This design comes from an exercise in tuning for small area, a short achievable clock period and few clock cycles per item on the open sky130 flow, not from production work.
In this exercise RTL edits were held to simulation tests only and were not proved equivalent to the original.

==> design.v <==
module anvil_bus_mac (
    input  wire        clk,
    input  wire        rst,
    input  wire        in_valid,
    output wire        in_ready,
    input  wire [39:0] in_sample,    
    input  wire [23:0] in_gain,      
    input  wire        in_last,
    output reg         out_valid,
    input  wire        out_ready,
    output reg  [39:0] out_value,    
    output reg         out_clip
);
    localparam signed [45:0] MAX40 = 46'sh0000_7F_FFFF_FFFF;   
    localparam signed [45:0] MIN40 = -46'sh0000_80_0000_0000;  
    wire signed [63:0] prod = $signed(in_sample) * $signed(in_gain);
    wire signed [63:0] prod_bias = prod + (prod[63] ? 64'sd524287 : 64'sd524288);
    wire signed [43:0] prod_rnd  = prod_bias[63:20];
    wire               prod_hi   = prod_rnd > MAX40;
    wire               prod_lo   = prod_rnd < MIN40;
    wire signed [39:0] term      = prod_hi ? MAX40[39:0] :
                                   prod_lo ? MIN40[39:0] : prod_rnd[39:0];
    wire               term_clip = prod_hi | prod_lo;
    reg  signed [45:0] acc;
    reg                acc_clip;
    wire signed [45:0] sum      = acc + {{6{term[39]}}, term};
    wire               sum_hi   = sum > MAX40;
    wire               sum_lo   = sum < MIN40;
    wire        [39:0] sum_sat  = sum_hi ? MAX40[39:0] :
                                  sum_lo ? MIN40[39:0] : sum[39:0];
    assign in_ready = !out_valid || out_ready;
    wire accept = in_valid && in_ready;
    always @(posedge clk) begin
        if (rst) begin
            acc       <= 46'sd0;
            acc_clip  <= 1'b0;
            out_valid <= 1'b0;
            out_value <= 40'd0;
            out_clip  <= 1'b0;
        end else begin
            if (out_valid && out_ready)
                out_valid <= 1'b0;
            if (accept) begin
                if (in_last) begin
                    acc       <= 46'sd0;
                    acc_clip  <= 1'b0;
                    out_valid <= 1'b1;
                    out_value <= sum_sat;
                    out_clip  <= acc_clip | term_clip | sum_hi | sum_lo;
                end else begin
                    acc       <= sum;
                    acc_clip  <= acc_clip | term_clip;
                end
            end
        end
    end
endmodule
==> run.sh <==
#!/bin/bash
# synth_recipe.tcl (not shown) runs the flow's synth.tcl, then flattens the netlist and writes it again
# the make line also repeats each setting of config.mk as NAME=value (left out here)
make -C /OpenROAD-flow-scripts/flow DESIGN_CONFIG=/design/flow/config.mk WORK_HOME=/design/flow/orfs CLKGATE_MAP_FILE= SYNTH_SCRIPT=/design/flow/synth_recipe.tcl finish
==> config.mk <==
export PLATFORM = sky130hd
export DESIGN_NAME = anvil_bus_mac
export DESIGN_NICKNAME = anvil_bus_mac
export VERILOG_FILES = /design/flow/design.v
export SDC_FILE = /design/flow/constraint.sdc
export NUM_CORES = 4
export LEC_CHECK = 0
export CAP_MARGIN = 20
export CORE_MARGIN = 2
export CORE_UTILIZATION = 40
export PLACE_DENSITY = 0.6
export SLEW_MARGIN = 20
==> constraint.sdc <==
create_clock -name core_clock -period 18.0 [get_ports {clk}]
set_input_delay 3.6000 -clock core_clock [delete_from_list [all_inputs] [get_ports {clk}]]
set_output_delay 3.6000 -clock core_clock [all_outputs]
set_load 0.01 [all_outputs]
==> results.txt <==
[routing by layer]
metal  global-route usage, %  routed length [um]  vias up
met2                   37.08               53050      710
met3                   2.122                4500      126
li1                        -                   -    14330
met1                   29.30               47580    16310
met5                       0                  13        -
met4                   3.959                1981        2
[sequential cells by signal, indices dropped and copies added, names as in the netlist]
register	cells
out_value	40
out_valid	1
out_clip	1
acc	46
acc_clip	1
[path summary, 6_finish.rpt]
kind	end	slack, ps	depth (start not counted)
worst max-delay path	out_value[34]	730	57
worst min-delay path	out_value[39]	470	2
worst min register to register	out_value[39]	470	2
worst max register to register	out_value[34]	13510	18
[timing repair]
item	CTS	global route
resized for setup	0	14
setup endpoints to repair	0	41
setup buffers	0	0
endpoints found under the hold margin	0	0
[per-stage QoR]
step                      cell area (um^2)  util [%]  worst slack (ps)
after floorplan                      40720         -              1232
after global placement               44300     43.73             176.6
after detailed placement             44300     43.73            -125.9
after CTS                            44580     44.01             195.4
after global routing                 44640     44.07             52.27
final                                44640     44.07             727.9
[cells by family after synthesis]
kind of cell / Yosys count / synth area share (%)
AOI/OAI and AO/OA: 574 / 9.806
DFF: 89 / 4.376
adders and majority gates: 1188 / 54.21
and+or+nand+nor: 1489 / 17.24
buffers and inverters: 1182 / 11.09
xor gates and xnor gates: 145 / 3.156
muxes: 5 / 0.1229
[tightest hold or removal path: stages, from the launching register on]
cell and delay (ps):
dfxtp_1 310, nand2_1 60, a21oi_1 50
[Yosys cell counts (20+ instances only)]
| master | number |
|---|---|
| a211oi_1 | 53 |
| a21o_1 | 57 |
| a21oi_1 | 128 |
| a22oi_1 | 44 |
| and2_1 | 311 |
| clkbuf_1 | 224 |
| dfxtp_1 | 89 |
| fa_1 | 960 |
| ha_1 | 228 |
| inv_1 | 932 |
| nand2_1 | 767 |
| nand3_1 | 51 |
| nand4_1 | 20 |
| nor2_1 | 196 |
| nor3_1 | 22 |
| o21a_1 | 25 |
| o21ai_0 | 64 |
| o21ai_1 | 46 |
| xnor2_1 | 94 |
| xor2_1 | 50 |
[final cells by class]
type                            count  share of cell area (%)
Timing Repair Buffer              291                   6.463
Clock buffer                        9                  0.5045
Sequential cell                    89                   3.991
Clock inverter                      5                  0.1261
Multi-Input combinational cell   3401                   77.24
Inverter                          932                   7.836
Tap cell                         1368                   3.834
Antenna cell                        1                0.005605
==> results by group <==
Worst setup path
  – WP data required: 18190 ps
  – Crit path max fanout: 40
  – Kind of cell adding the most delay to the critical path: adder cells
  – CP arrival: 17460 ps
  – CP Launch Point: in_gain[0]
  – CP peak stage delay: 560 ps
  – CP dominant cell by count: fa_1
  – CP Capture Type: flip-flop
  – Buf/Inv on CP: 11
  – Crit path launch type: primary input
  – RR Startpoint: acc[0]
  – Critical path class: primary input to flip-flop
  – Critical-path top delay cell: fa_1

Routing
  – Via Count: 31470
  – Initial DRC count: 1874
  – WL per Instance: 17.57 um
  – Drc violations: 0
  – Antenna viol nets, final: 0
  – Drt pass-1 iters: 5
  – DR vias/cell: 5.163
  – Total Wirelength: 107.1 mm

Final layout
  – Footprint of the multi-input gates: 34480 um^2
  – Commonest cells after routing, fill and taps aside: 959 x fa_1, 932 x inv_1, 765 x nand2_1
  – FF/Latch Area: 1782 um^2
  – Fraction of layout cells with a size suffix above 1: 5.796%
  – Commonest non-fill, non-tap cell in the layout: fa_1
  – Finished Layout Cells: 6096
  – Fin nets: 5981
  – Fill cells: 10070
  – Area Overhead vs Synth: 9.649%

Synthesis
  – Syn_area_per_cell: 8.715 um^2
  – Sequential fraction of the synthesis area: 4.376%
  – Synth cell types: 102
  – Ys Warns: 1
  – Synthesized area: 40720 um^2
  – Ys flop type: dfxtp_1
  – Cells after synthesis: 4672
  – Syn_nets: 5929
  – Synthesis-stage register bit count: 89
  – Top cell type by total area after synthesis: fa_1
  – Largest cells by area after synthesis: fa_1 47%, inv_1 8.6%, nand2_1 7.1%, ha_1 7.0%, and2_1 4.8%
  – Share of synthesized registers carrying an async set or reset: 0%
  – EDFF count, synth: 0
  – Post-synth top area share: 47.20%

Run
  – Max-cap violations: 0

Clock tree
  – Hold Buf Count CTS: 0
  – Worst skew pair latency: 350 ps
  – Clk root buf: clkbuf_16
  – Bufs on Longest Clock Path: 2
  – Clock Sinks: 89
  – Worst-path clk slew: 60 ps
  – CTS Buf Count: 9
  – CTS tree: done
  – CTS H-tree depth: 3

Floorplan
  – Starting Density: 40.19%
  – Core Box Area: 101300 um^2
  – Std-Cell Rows: 117
  – DIE AREA: 104400 um^2
  – Die height: 323.0 um
  – Die X: 323.0 um
  – Io pins: 112

Timing
  – Normalized max-slew margin: 36.29%
  – Final setup skew: 10.29 ps
  – RSZ-0062 raised after global routing: false
  – Fin crit period: 17270 ps
  – Final setup violation count: 0
  – Fin Hold WS: 470.3 ps
  – Final Hold Viols: 0
  – F_max: 0.05790 GHz
  – Worst-Margin Slew: 955.7 ps
  – Final Max Tran Viols: 0
  – Post-Route Setup TNS: 0 ps
  – Post-route clock period utilization: 95.96%

Global route
  – GRT Overall Usage: 21.40%
  – Vias in the first global route: 33670
  – Grt ovf: 0
  – First-pass GRT wire length: 179.4 mm
  – Largest net degree at the start of global routing: 90
  – Initial antenna violation count: 3

Placed design
  – DPL Wire Length: 91.51 mm
  – Routability Congestion: 0.9223
  – DP Cell Count: 6081
  – Port bufs: 111

Run status
  – Status: finished clean

Worst hold path
  – Worst hold start: out_value[39]
  – Worst Hold Class: flip-flop to flip-flop
Testbench counts, summed over its fixed seeds: cycles 77,841, items 4,800.

==> separate check: timing with driven ports <==
In the flow no input, the clock included, has a driving cell. The finished layout below was timed again as built, in two steps. Step 1 sets driving cells, clkbuf_16 on the clock port and buf_2 on the other inputs (assumed; they add their load-dependent delay and slew). Step 2 times the ports against the registers' clock, not the clock port: input delays grow and output delays shrink by t, the midpoint of the rising clock arrivals with the driver on. Three values: ideal ports, drivers, drivers and shift; two values: the first two.
shift t [ns]: 0.392
setup WS [ns]: 0.728 / 0.743 / 0.351
worst setup path at the end: input to register
latest minus earliest clock arrival (ns): 0.010 / 0.010
slew at the worst register clock pin (ns): 0.07 / 0.07
After both steps this run still meets setup and hold. The setup slack of this run moves by +0.015 ns with the drivers and by -0.377 ns with both steps.
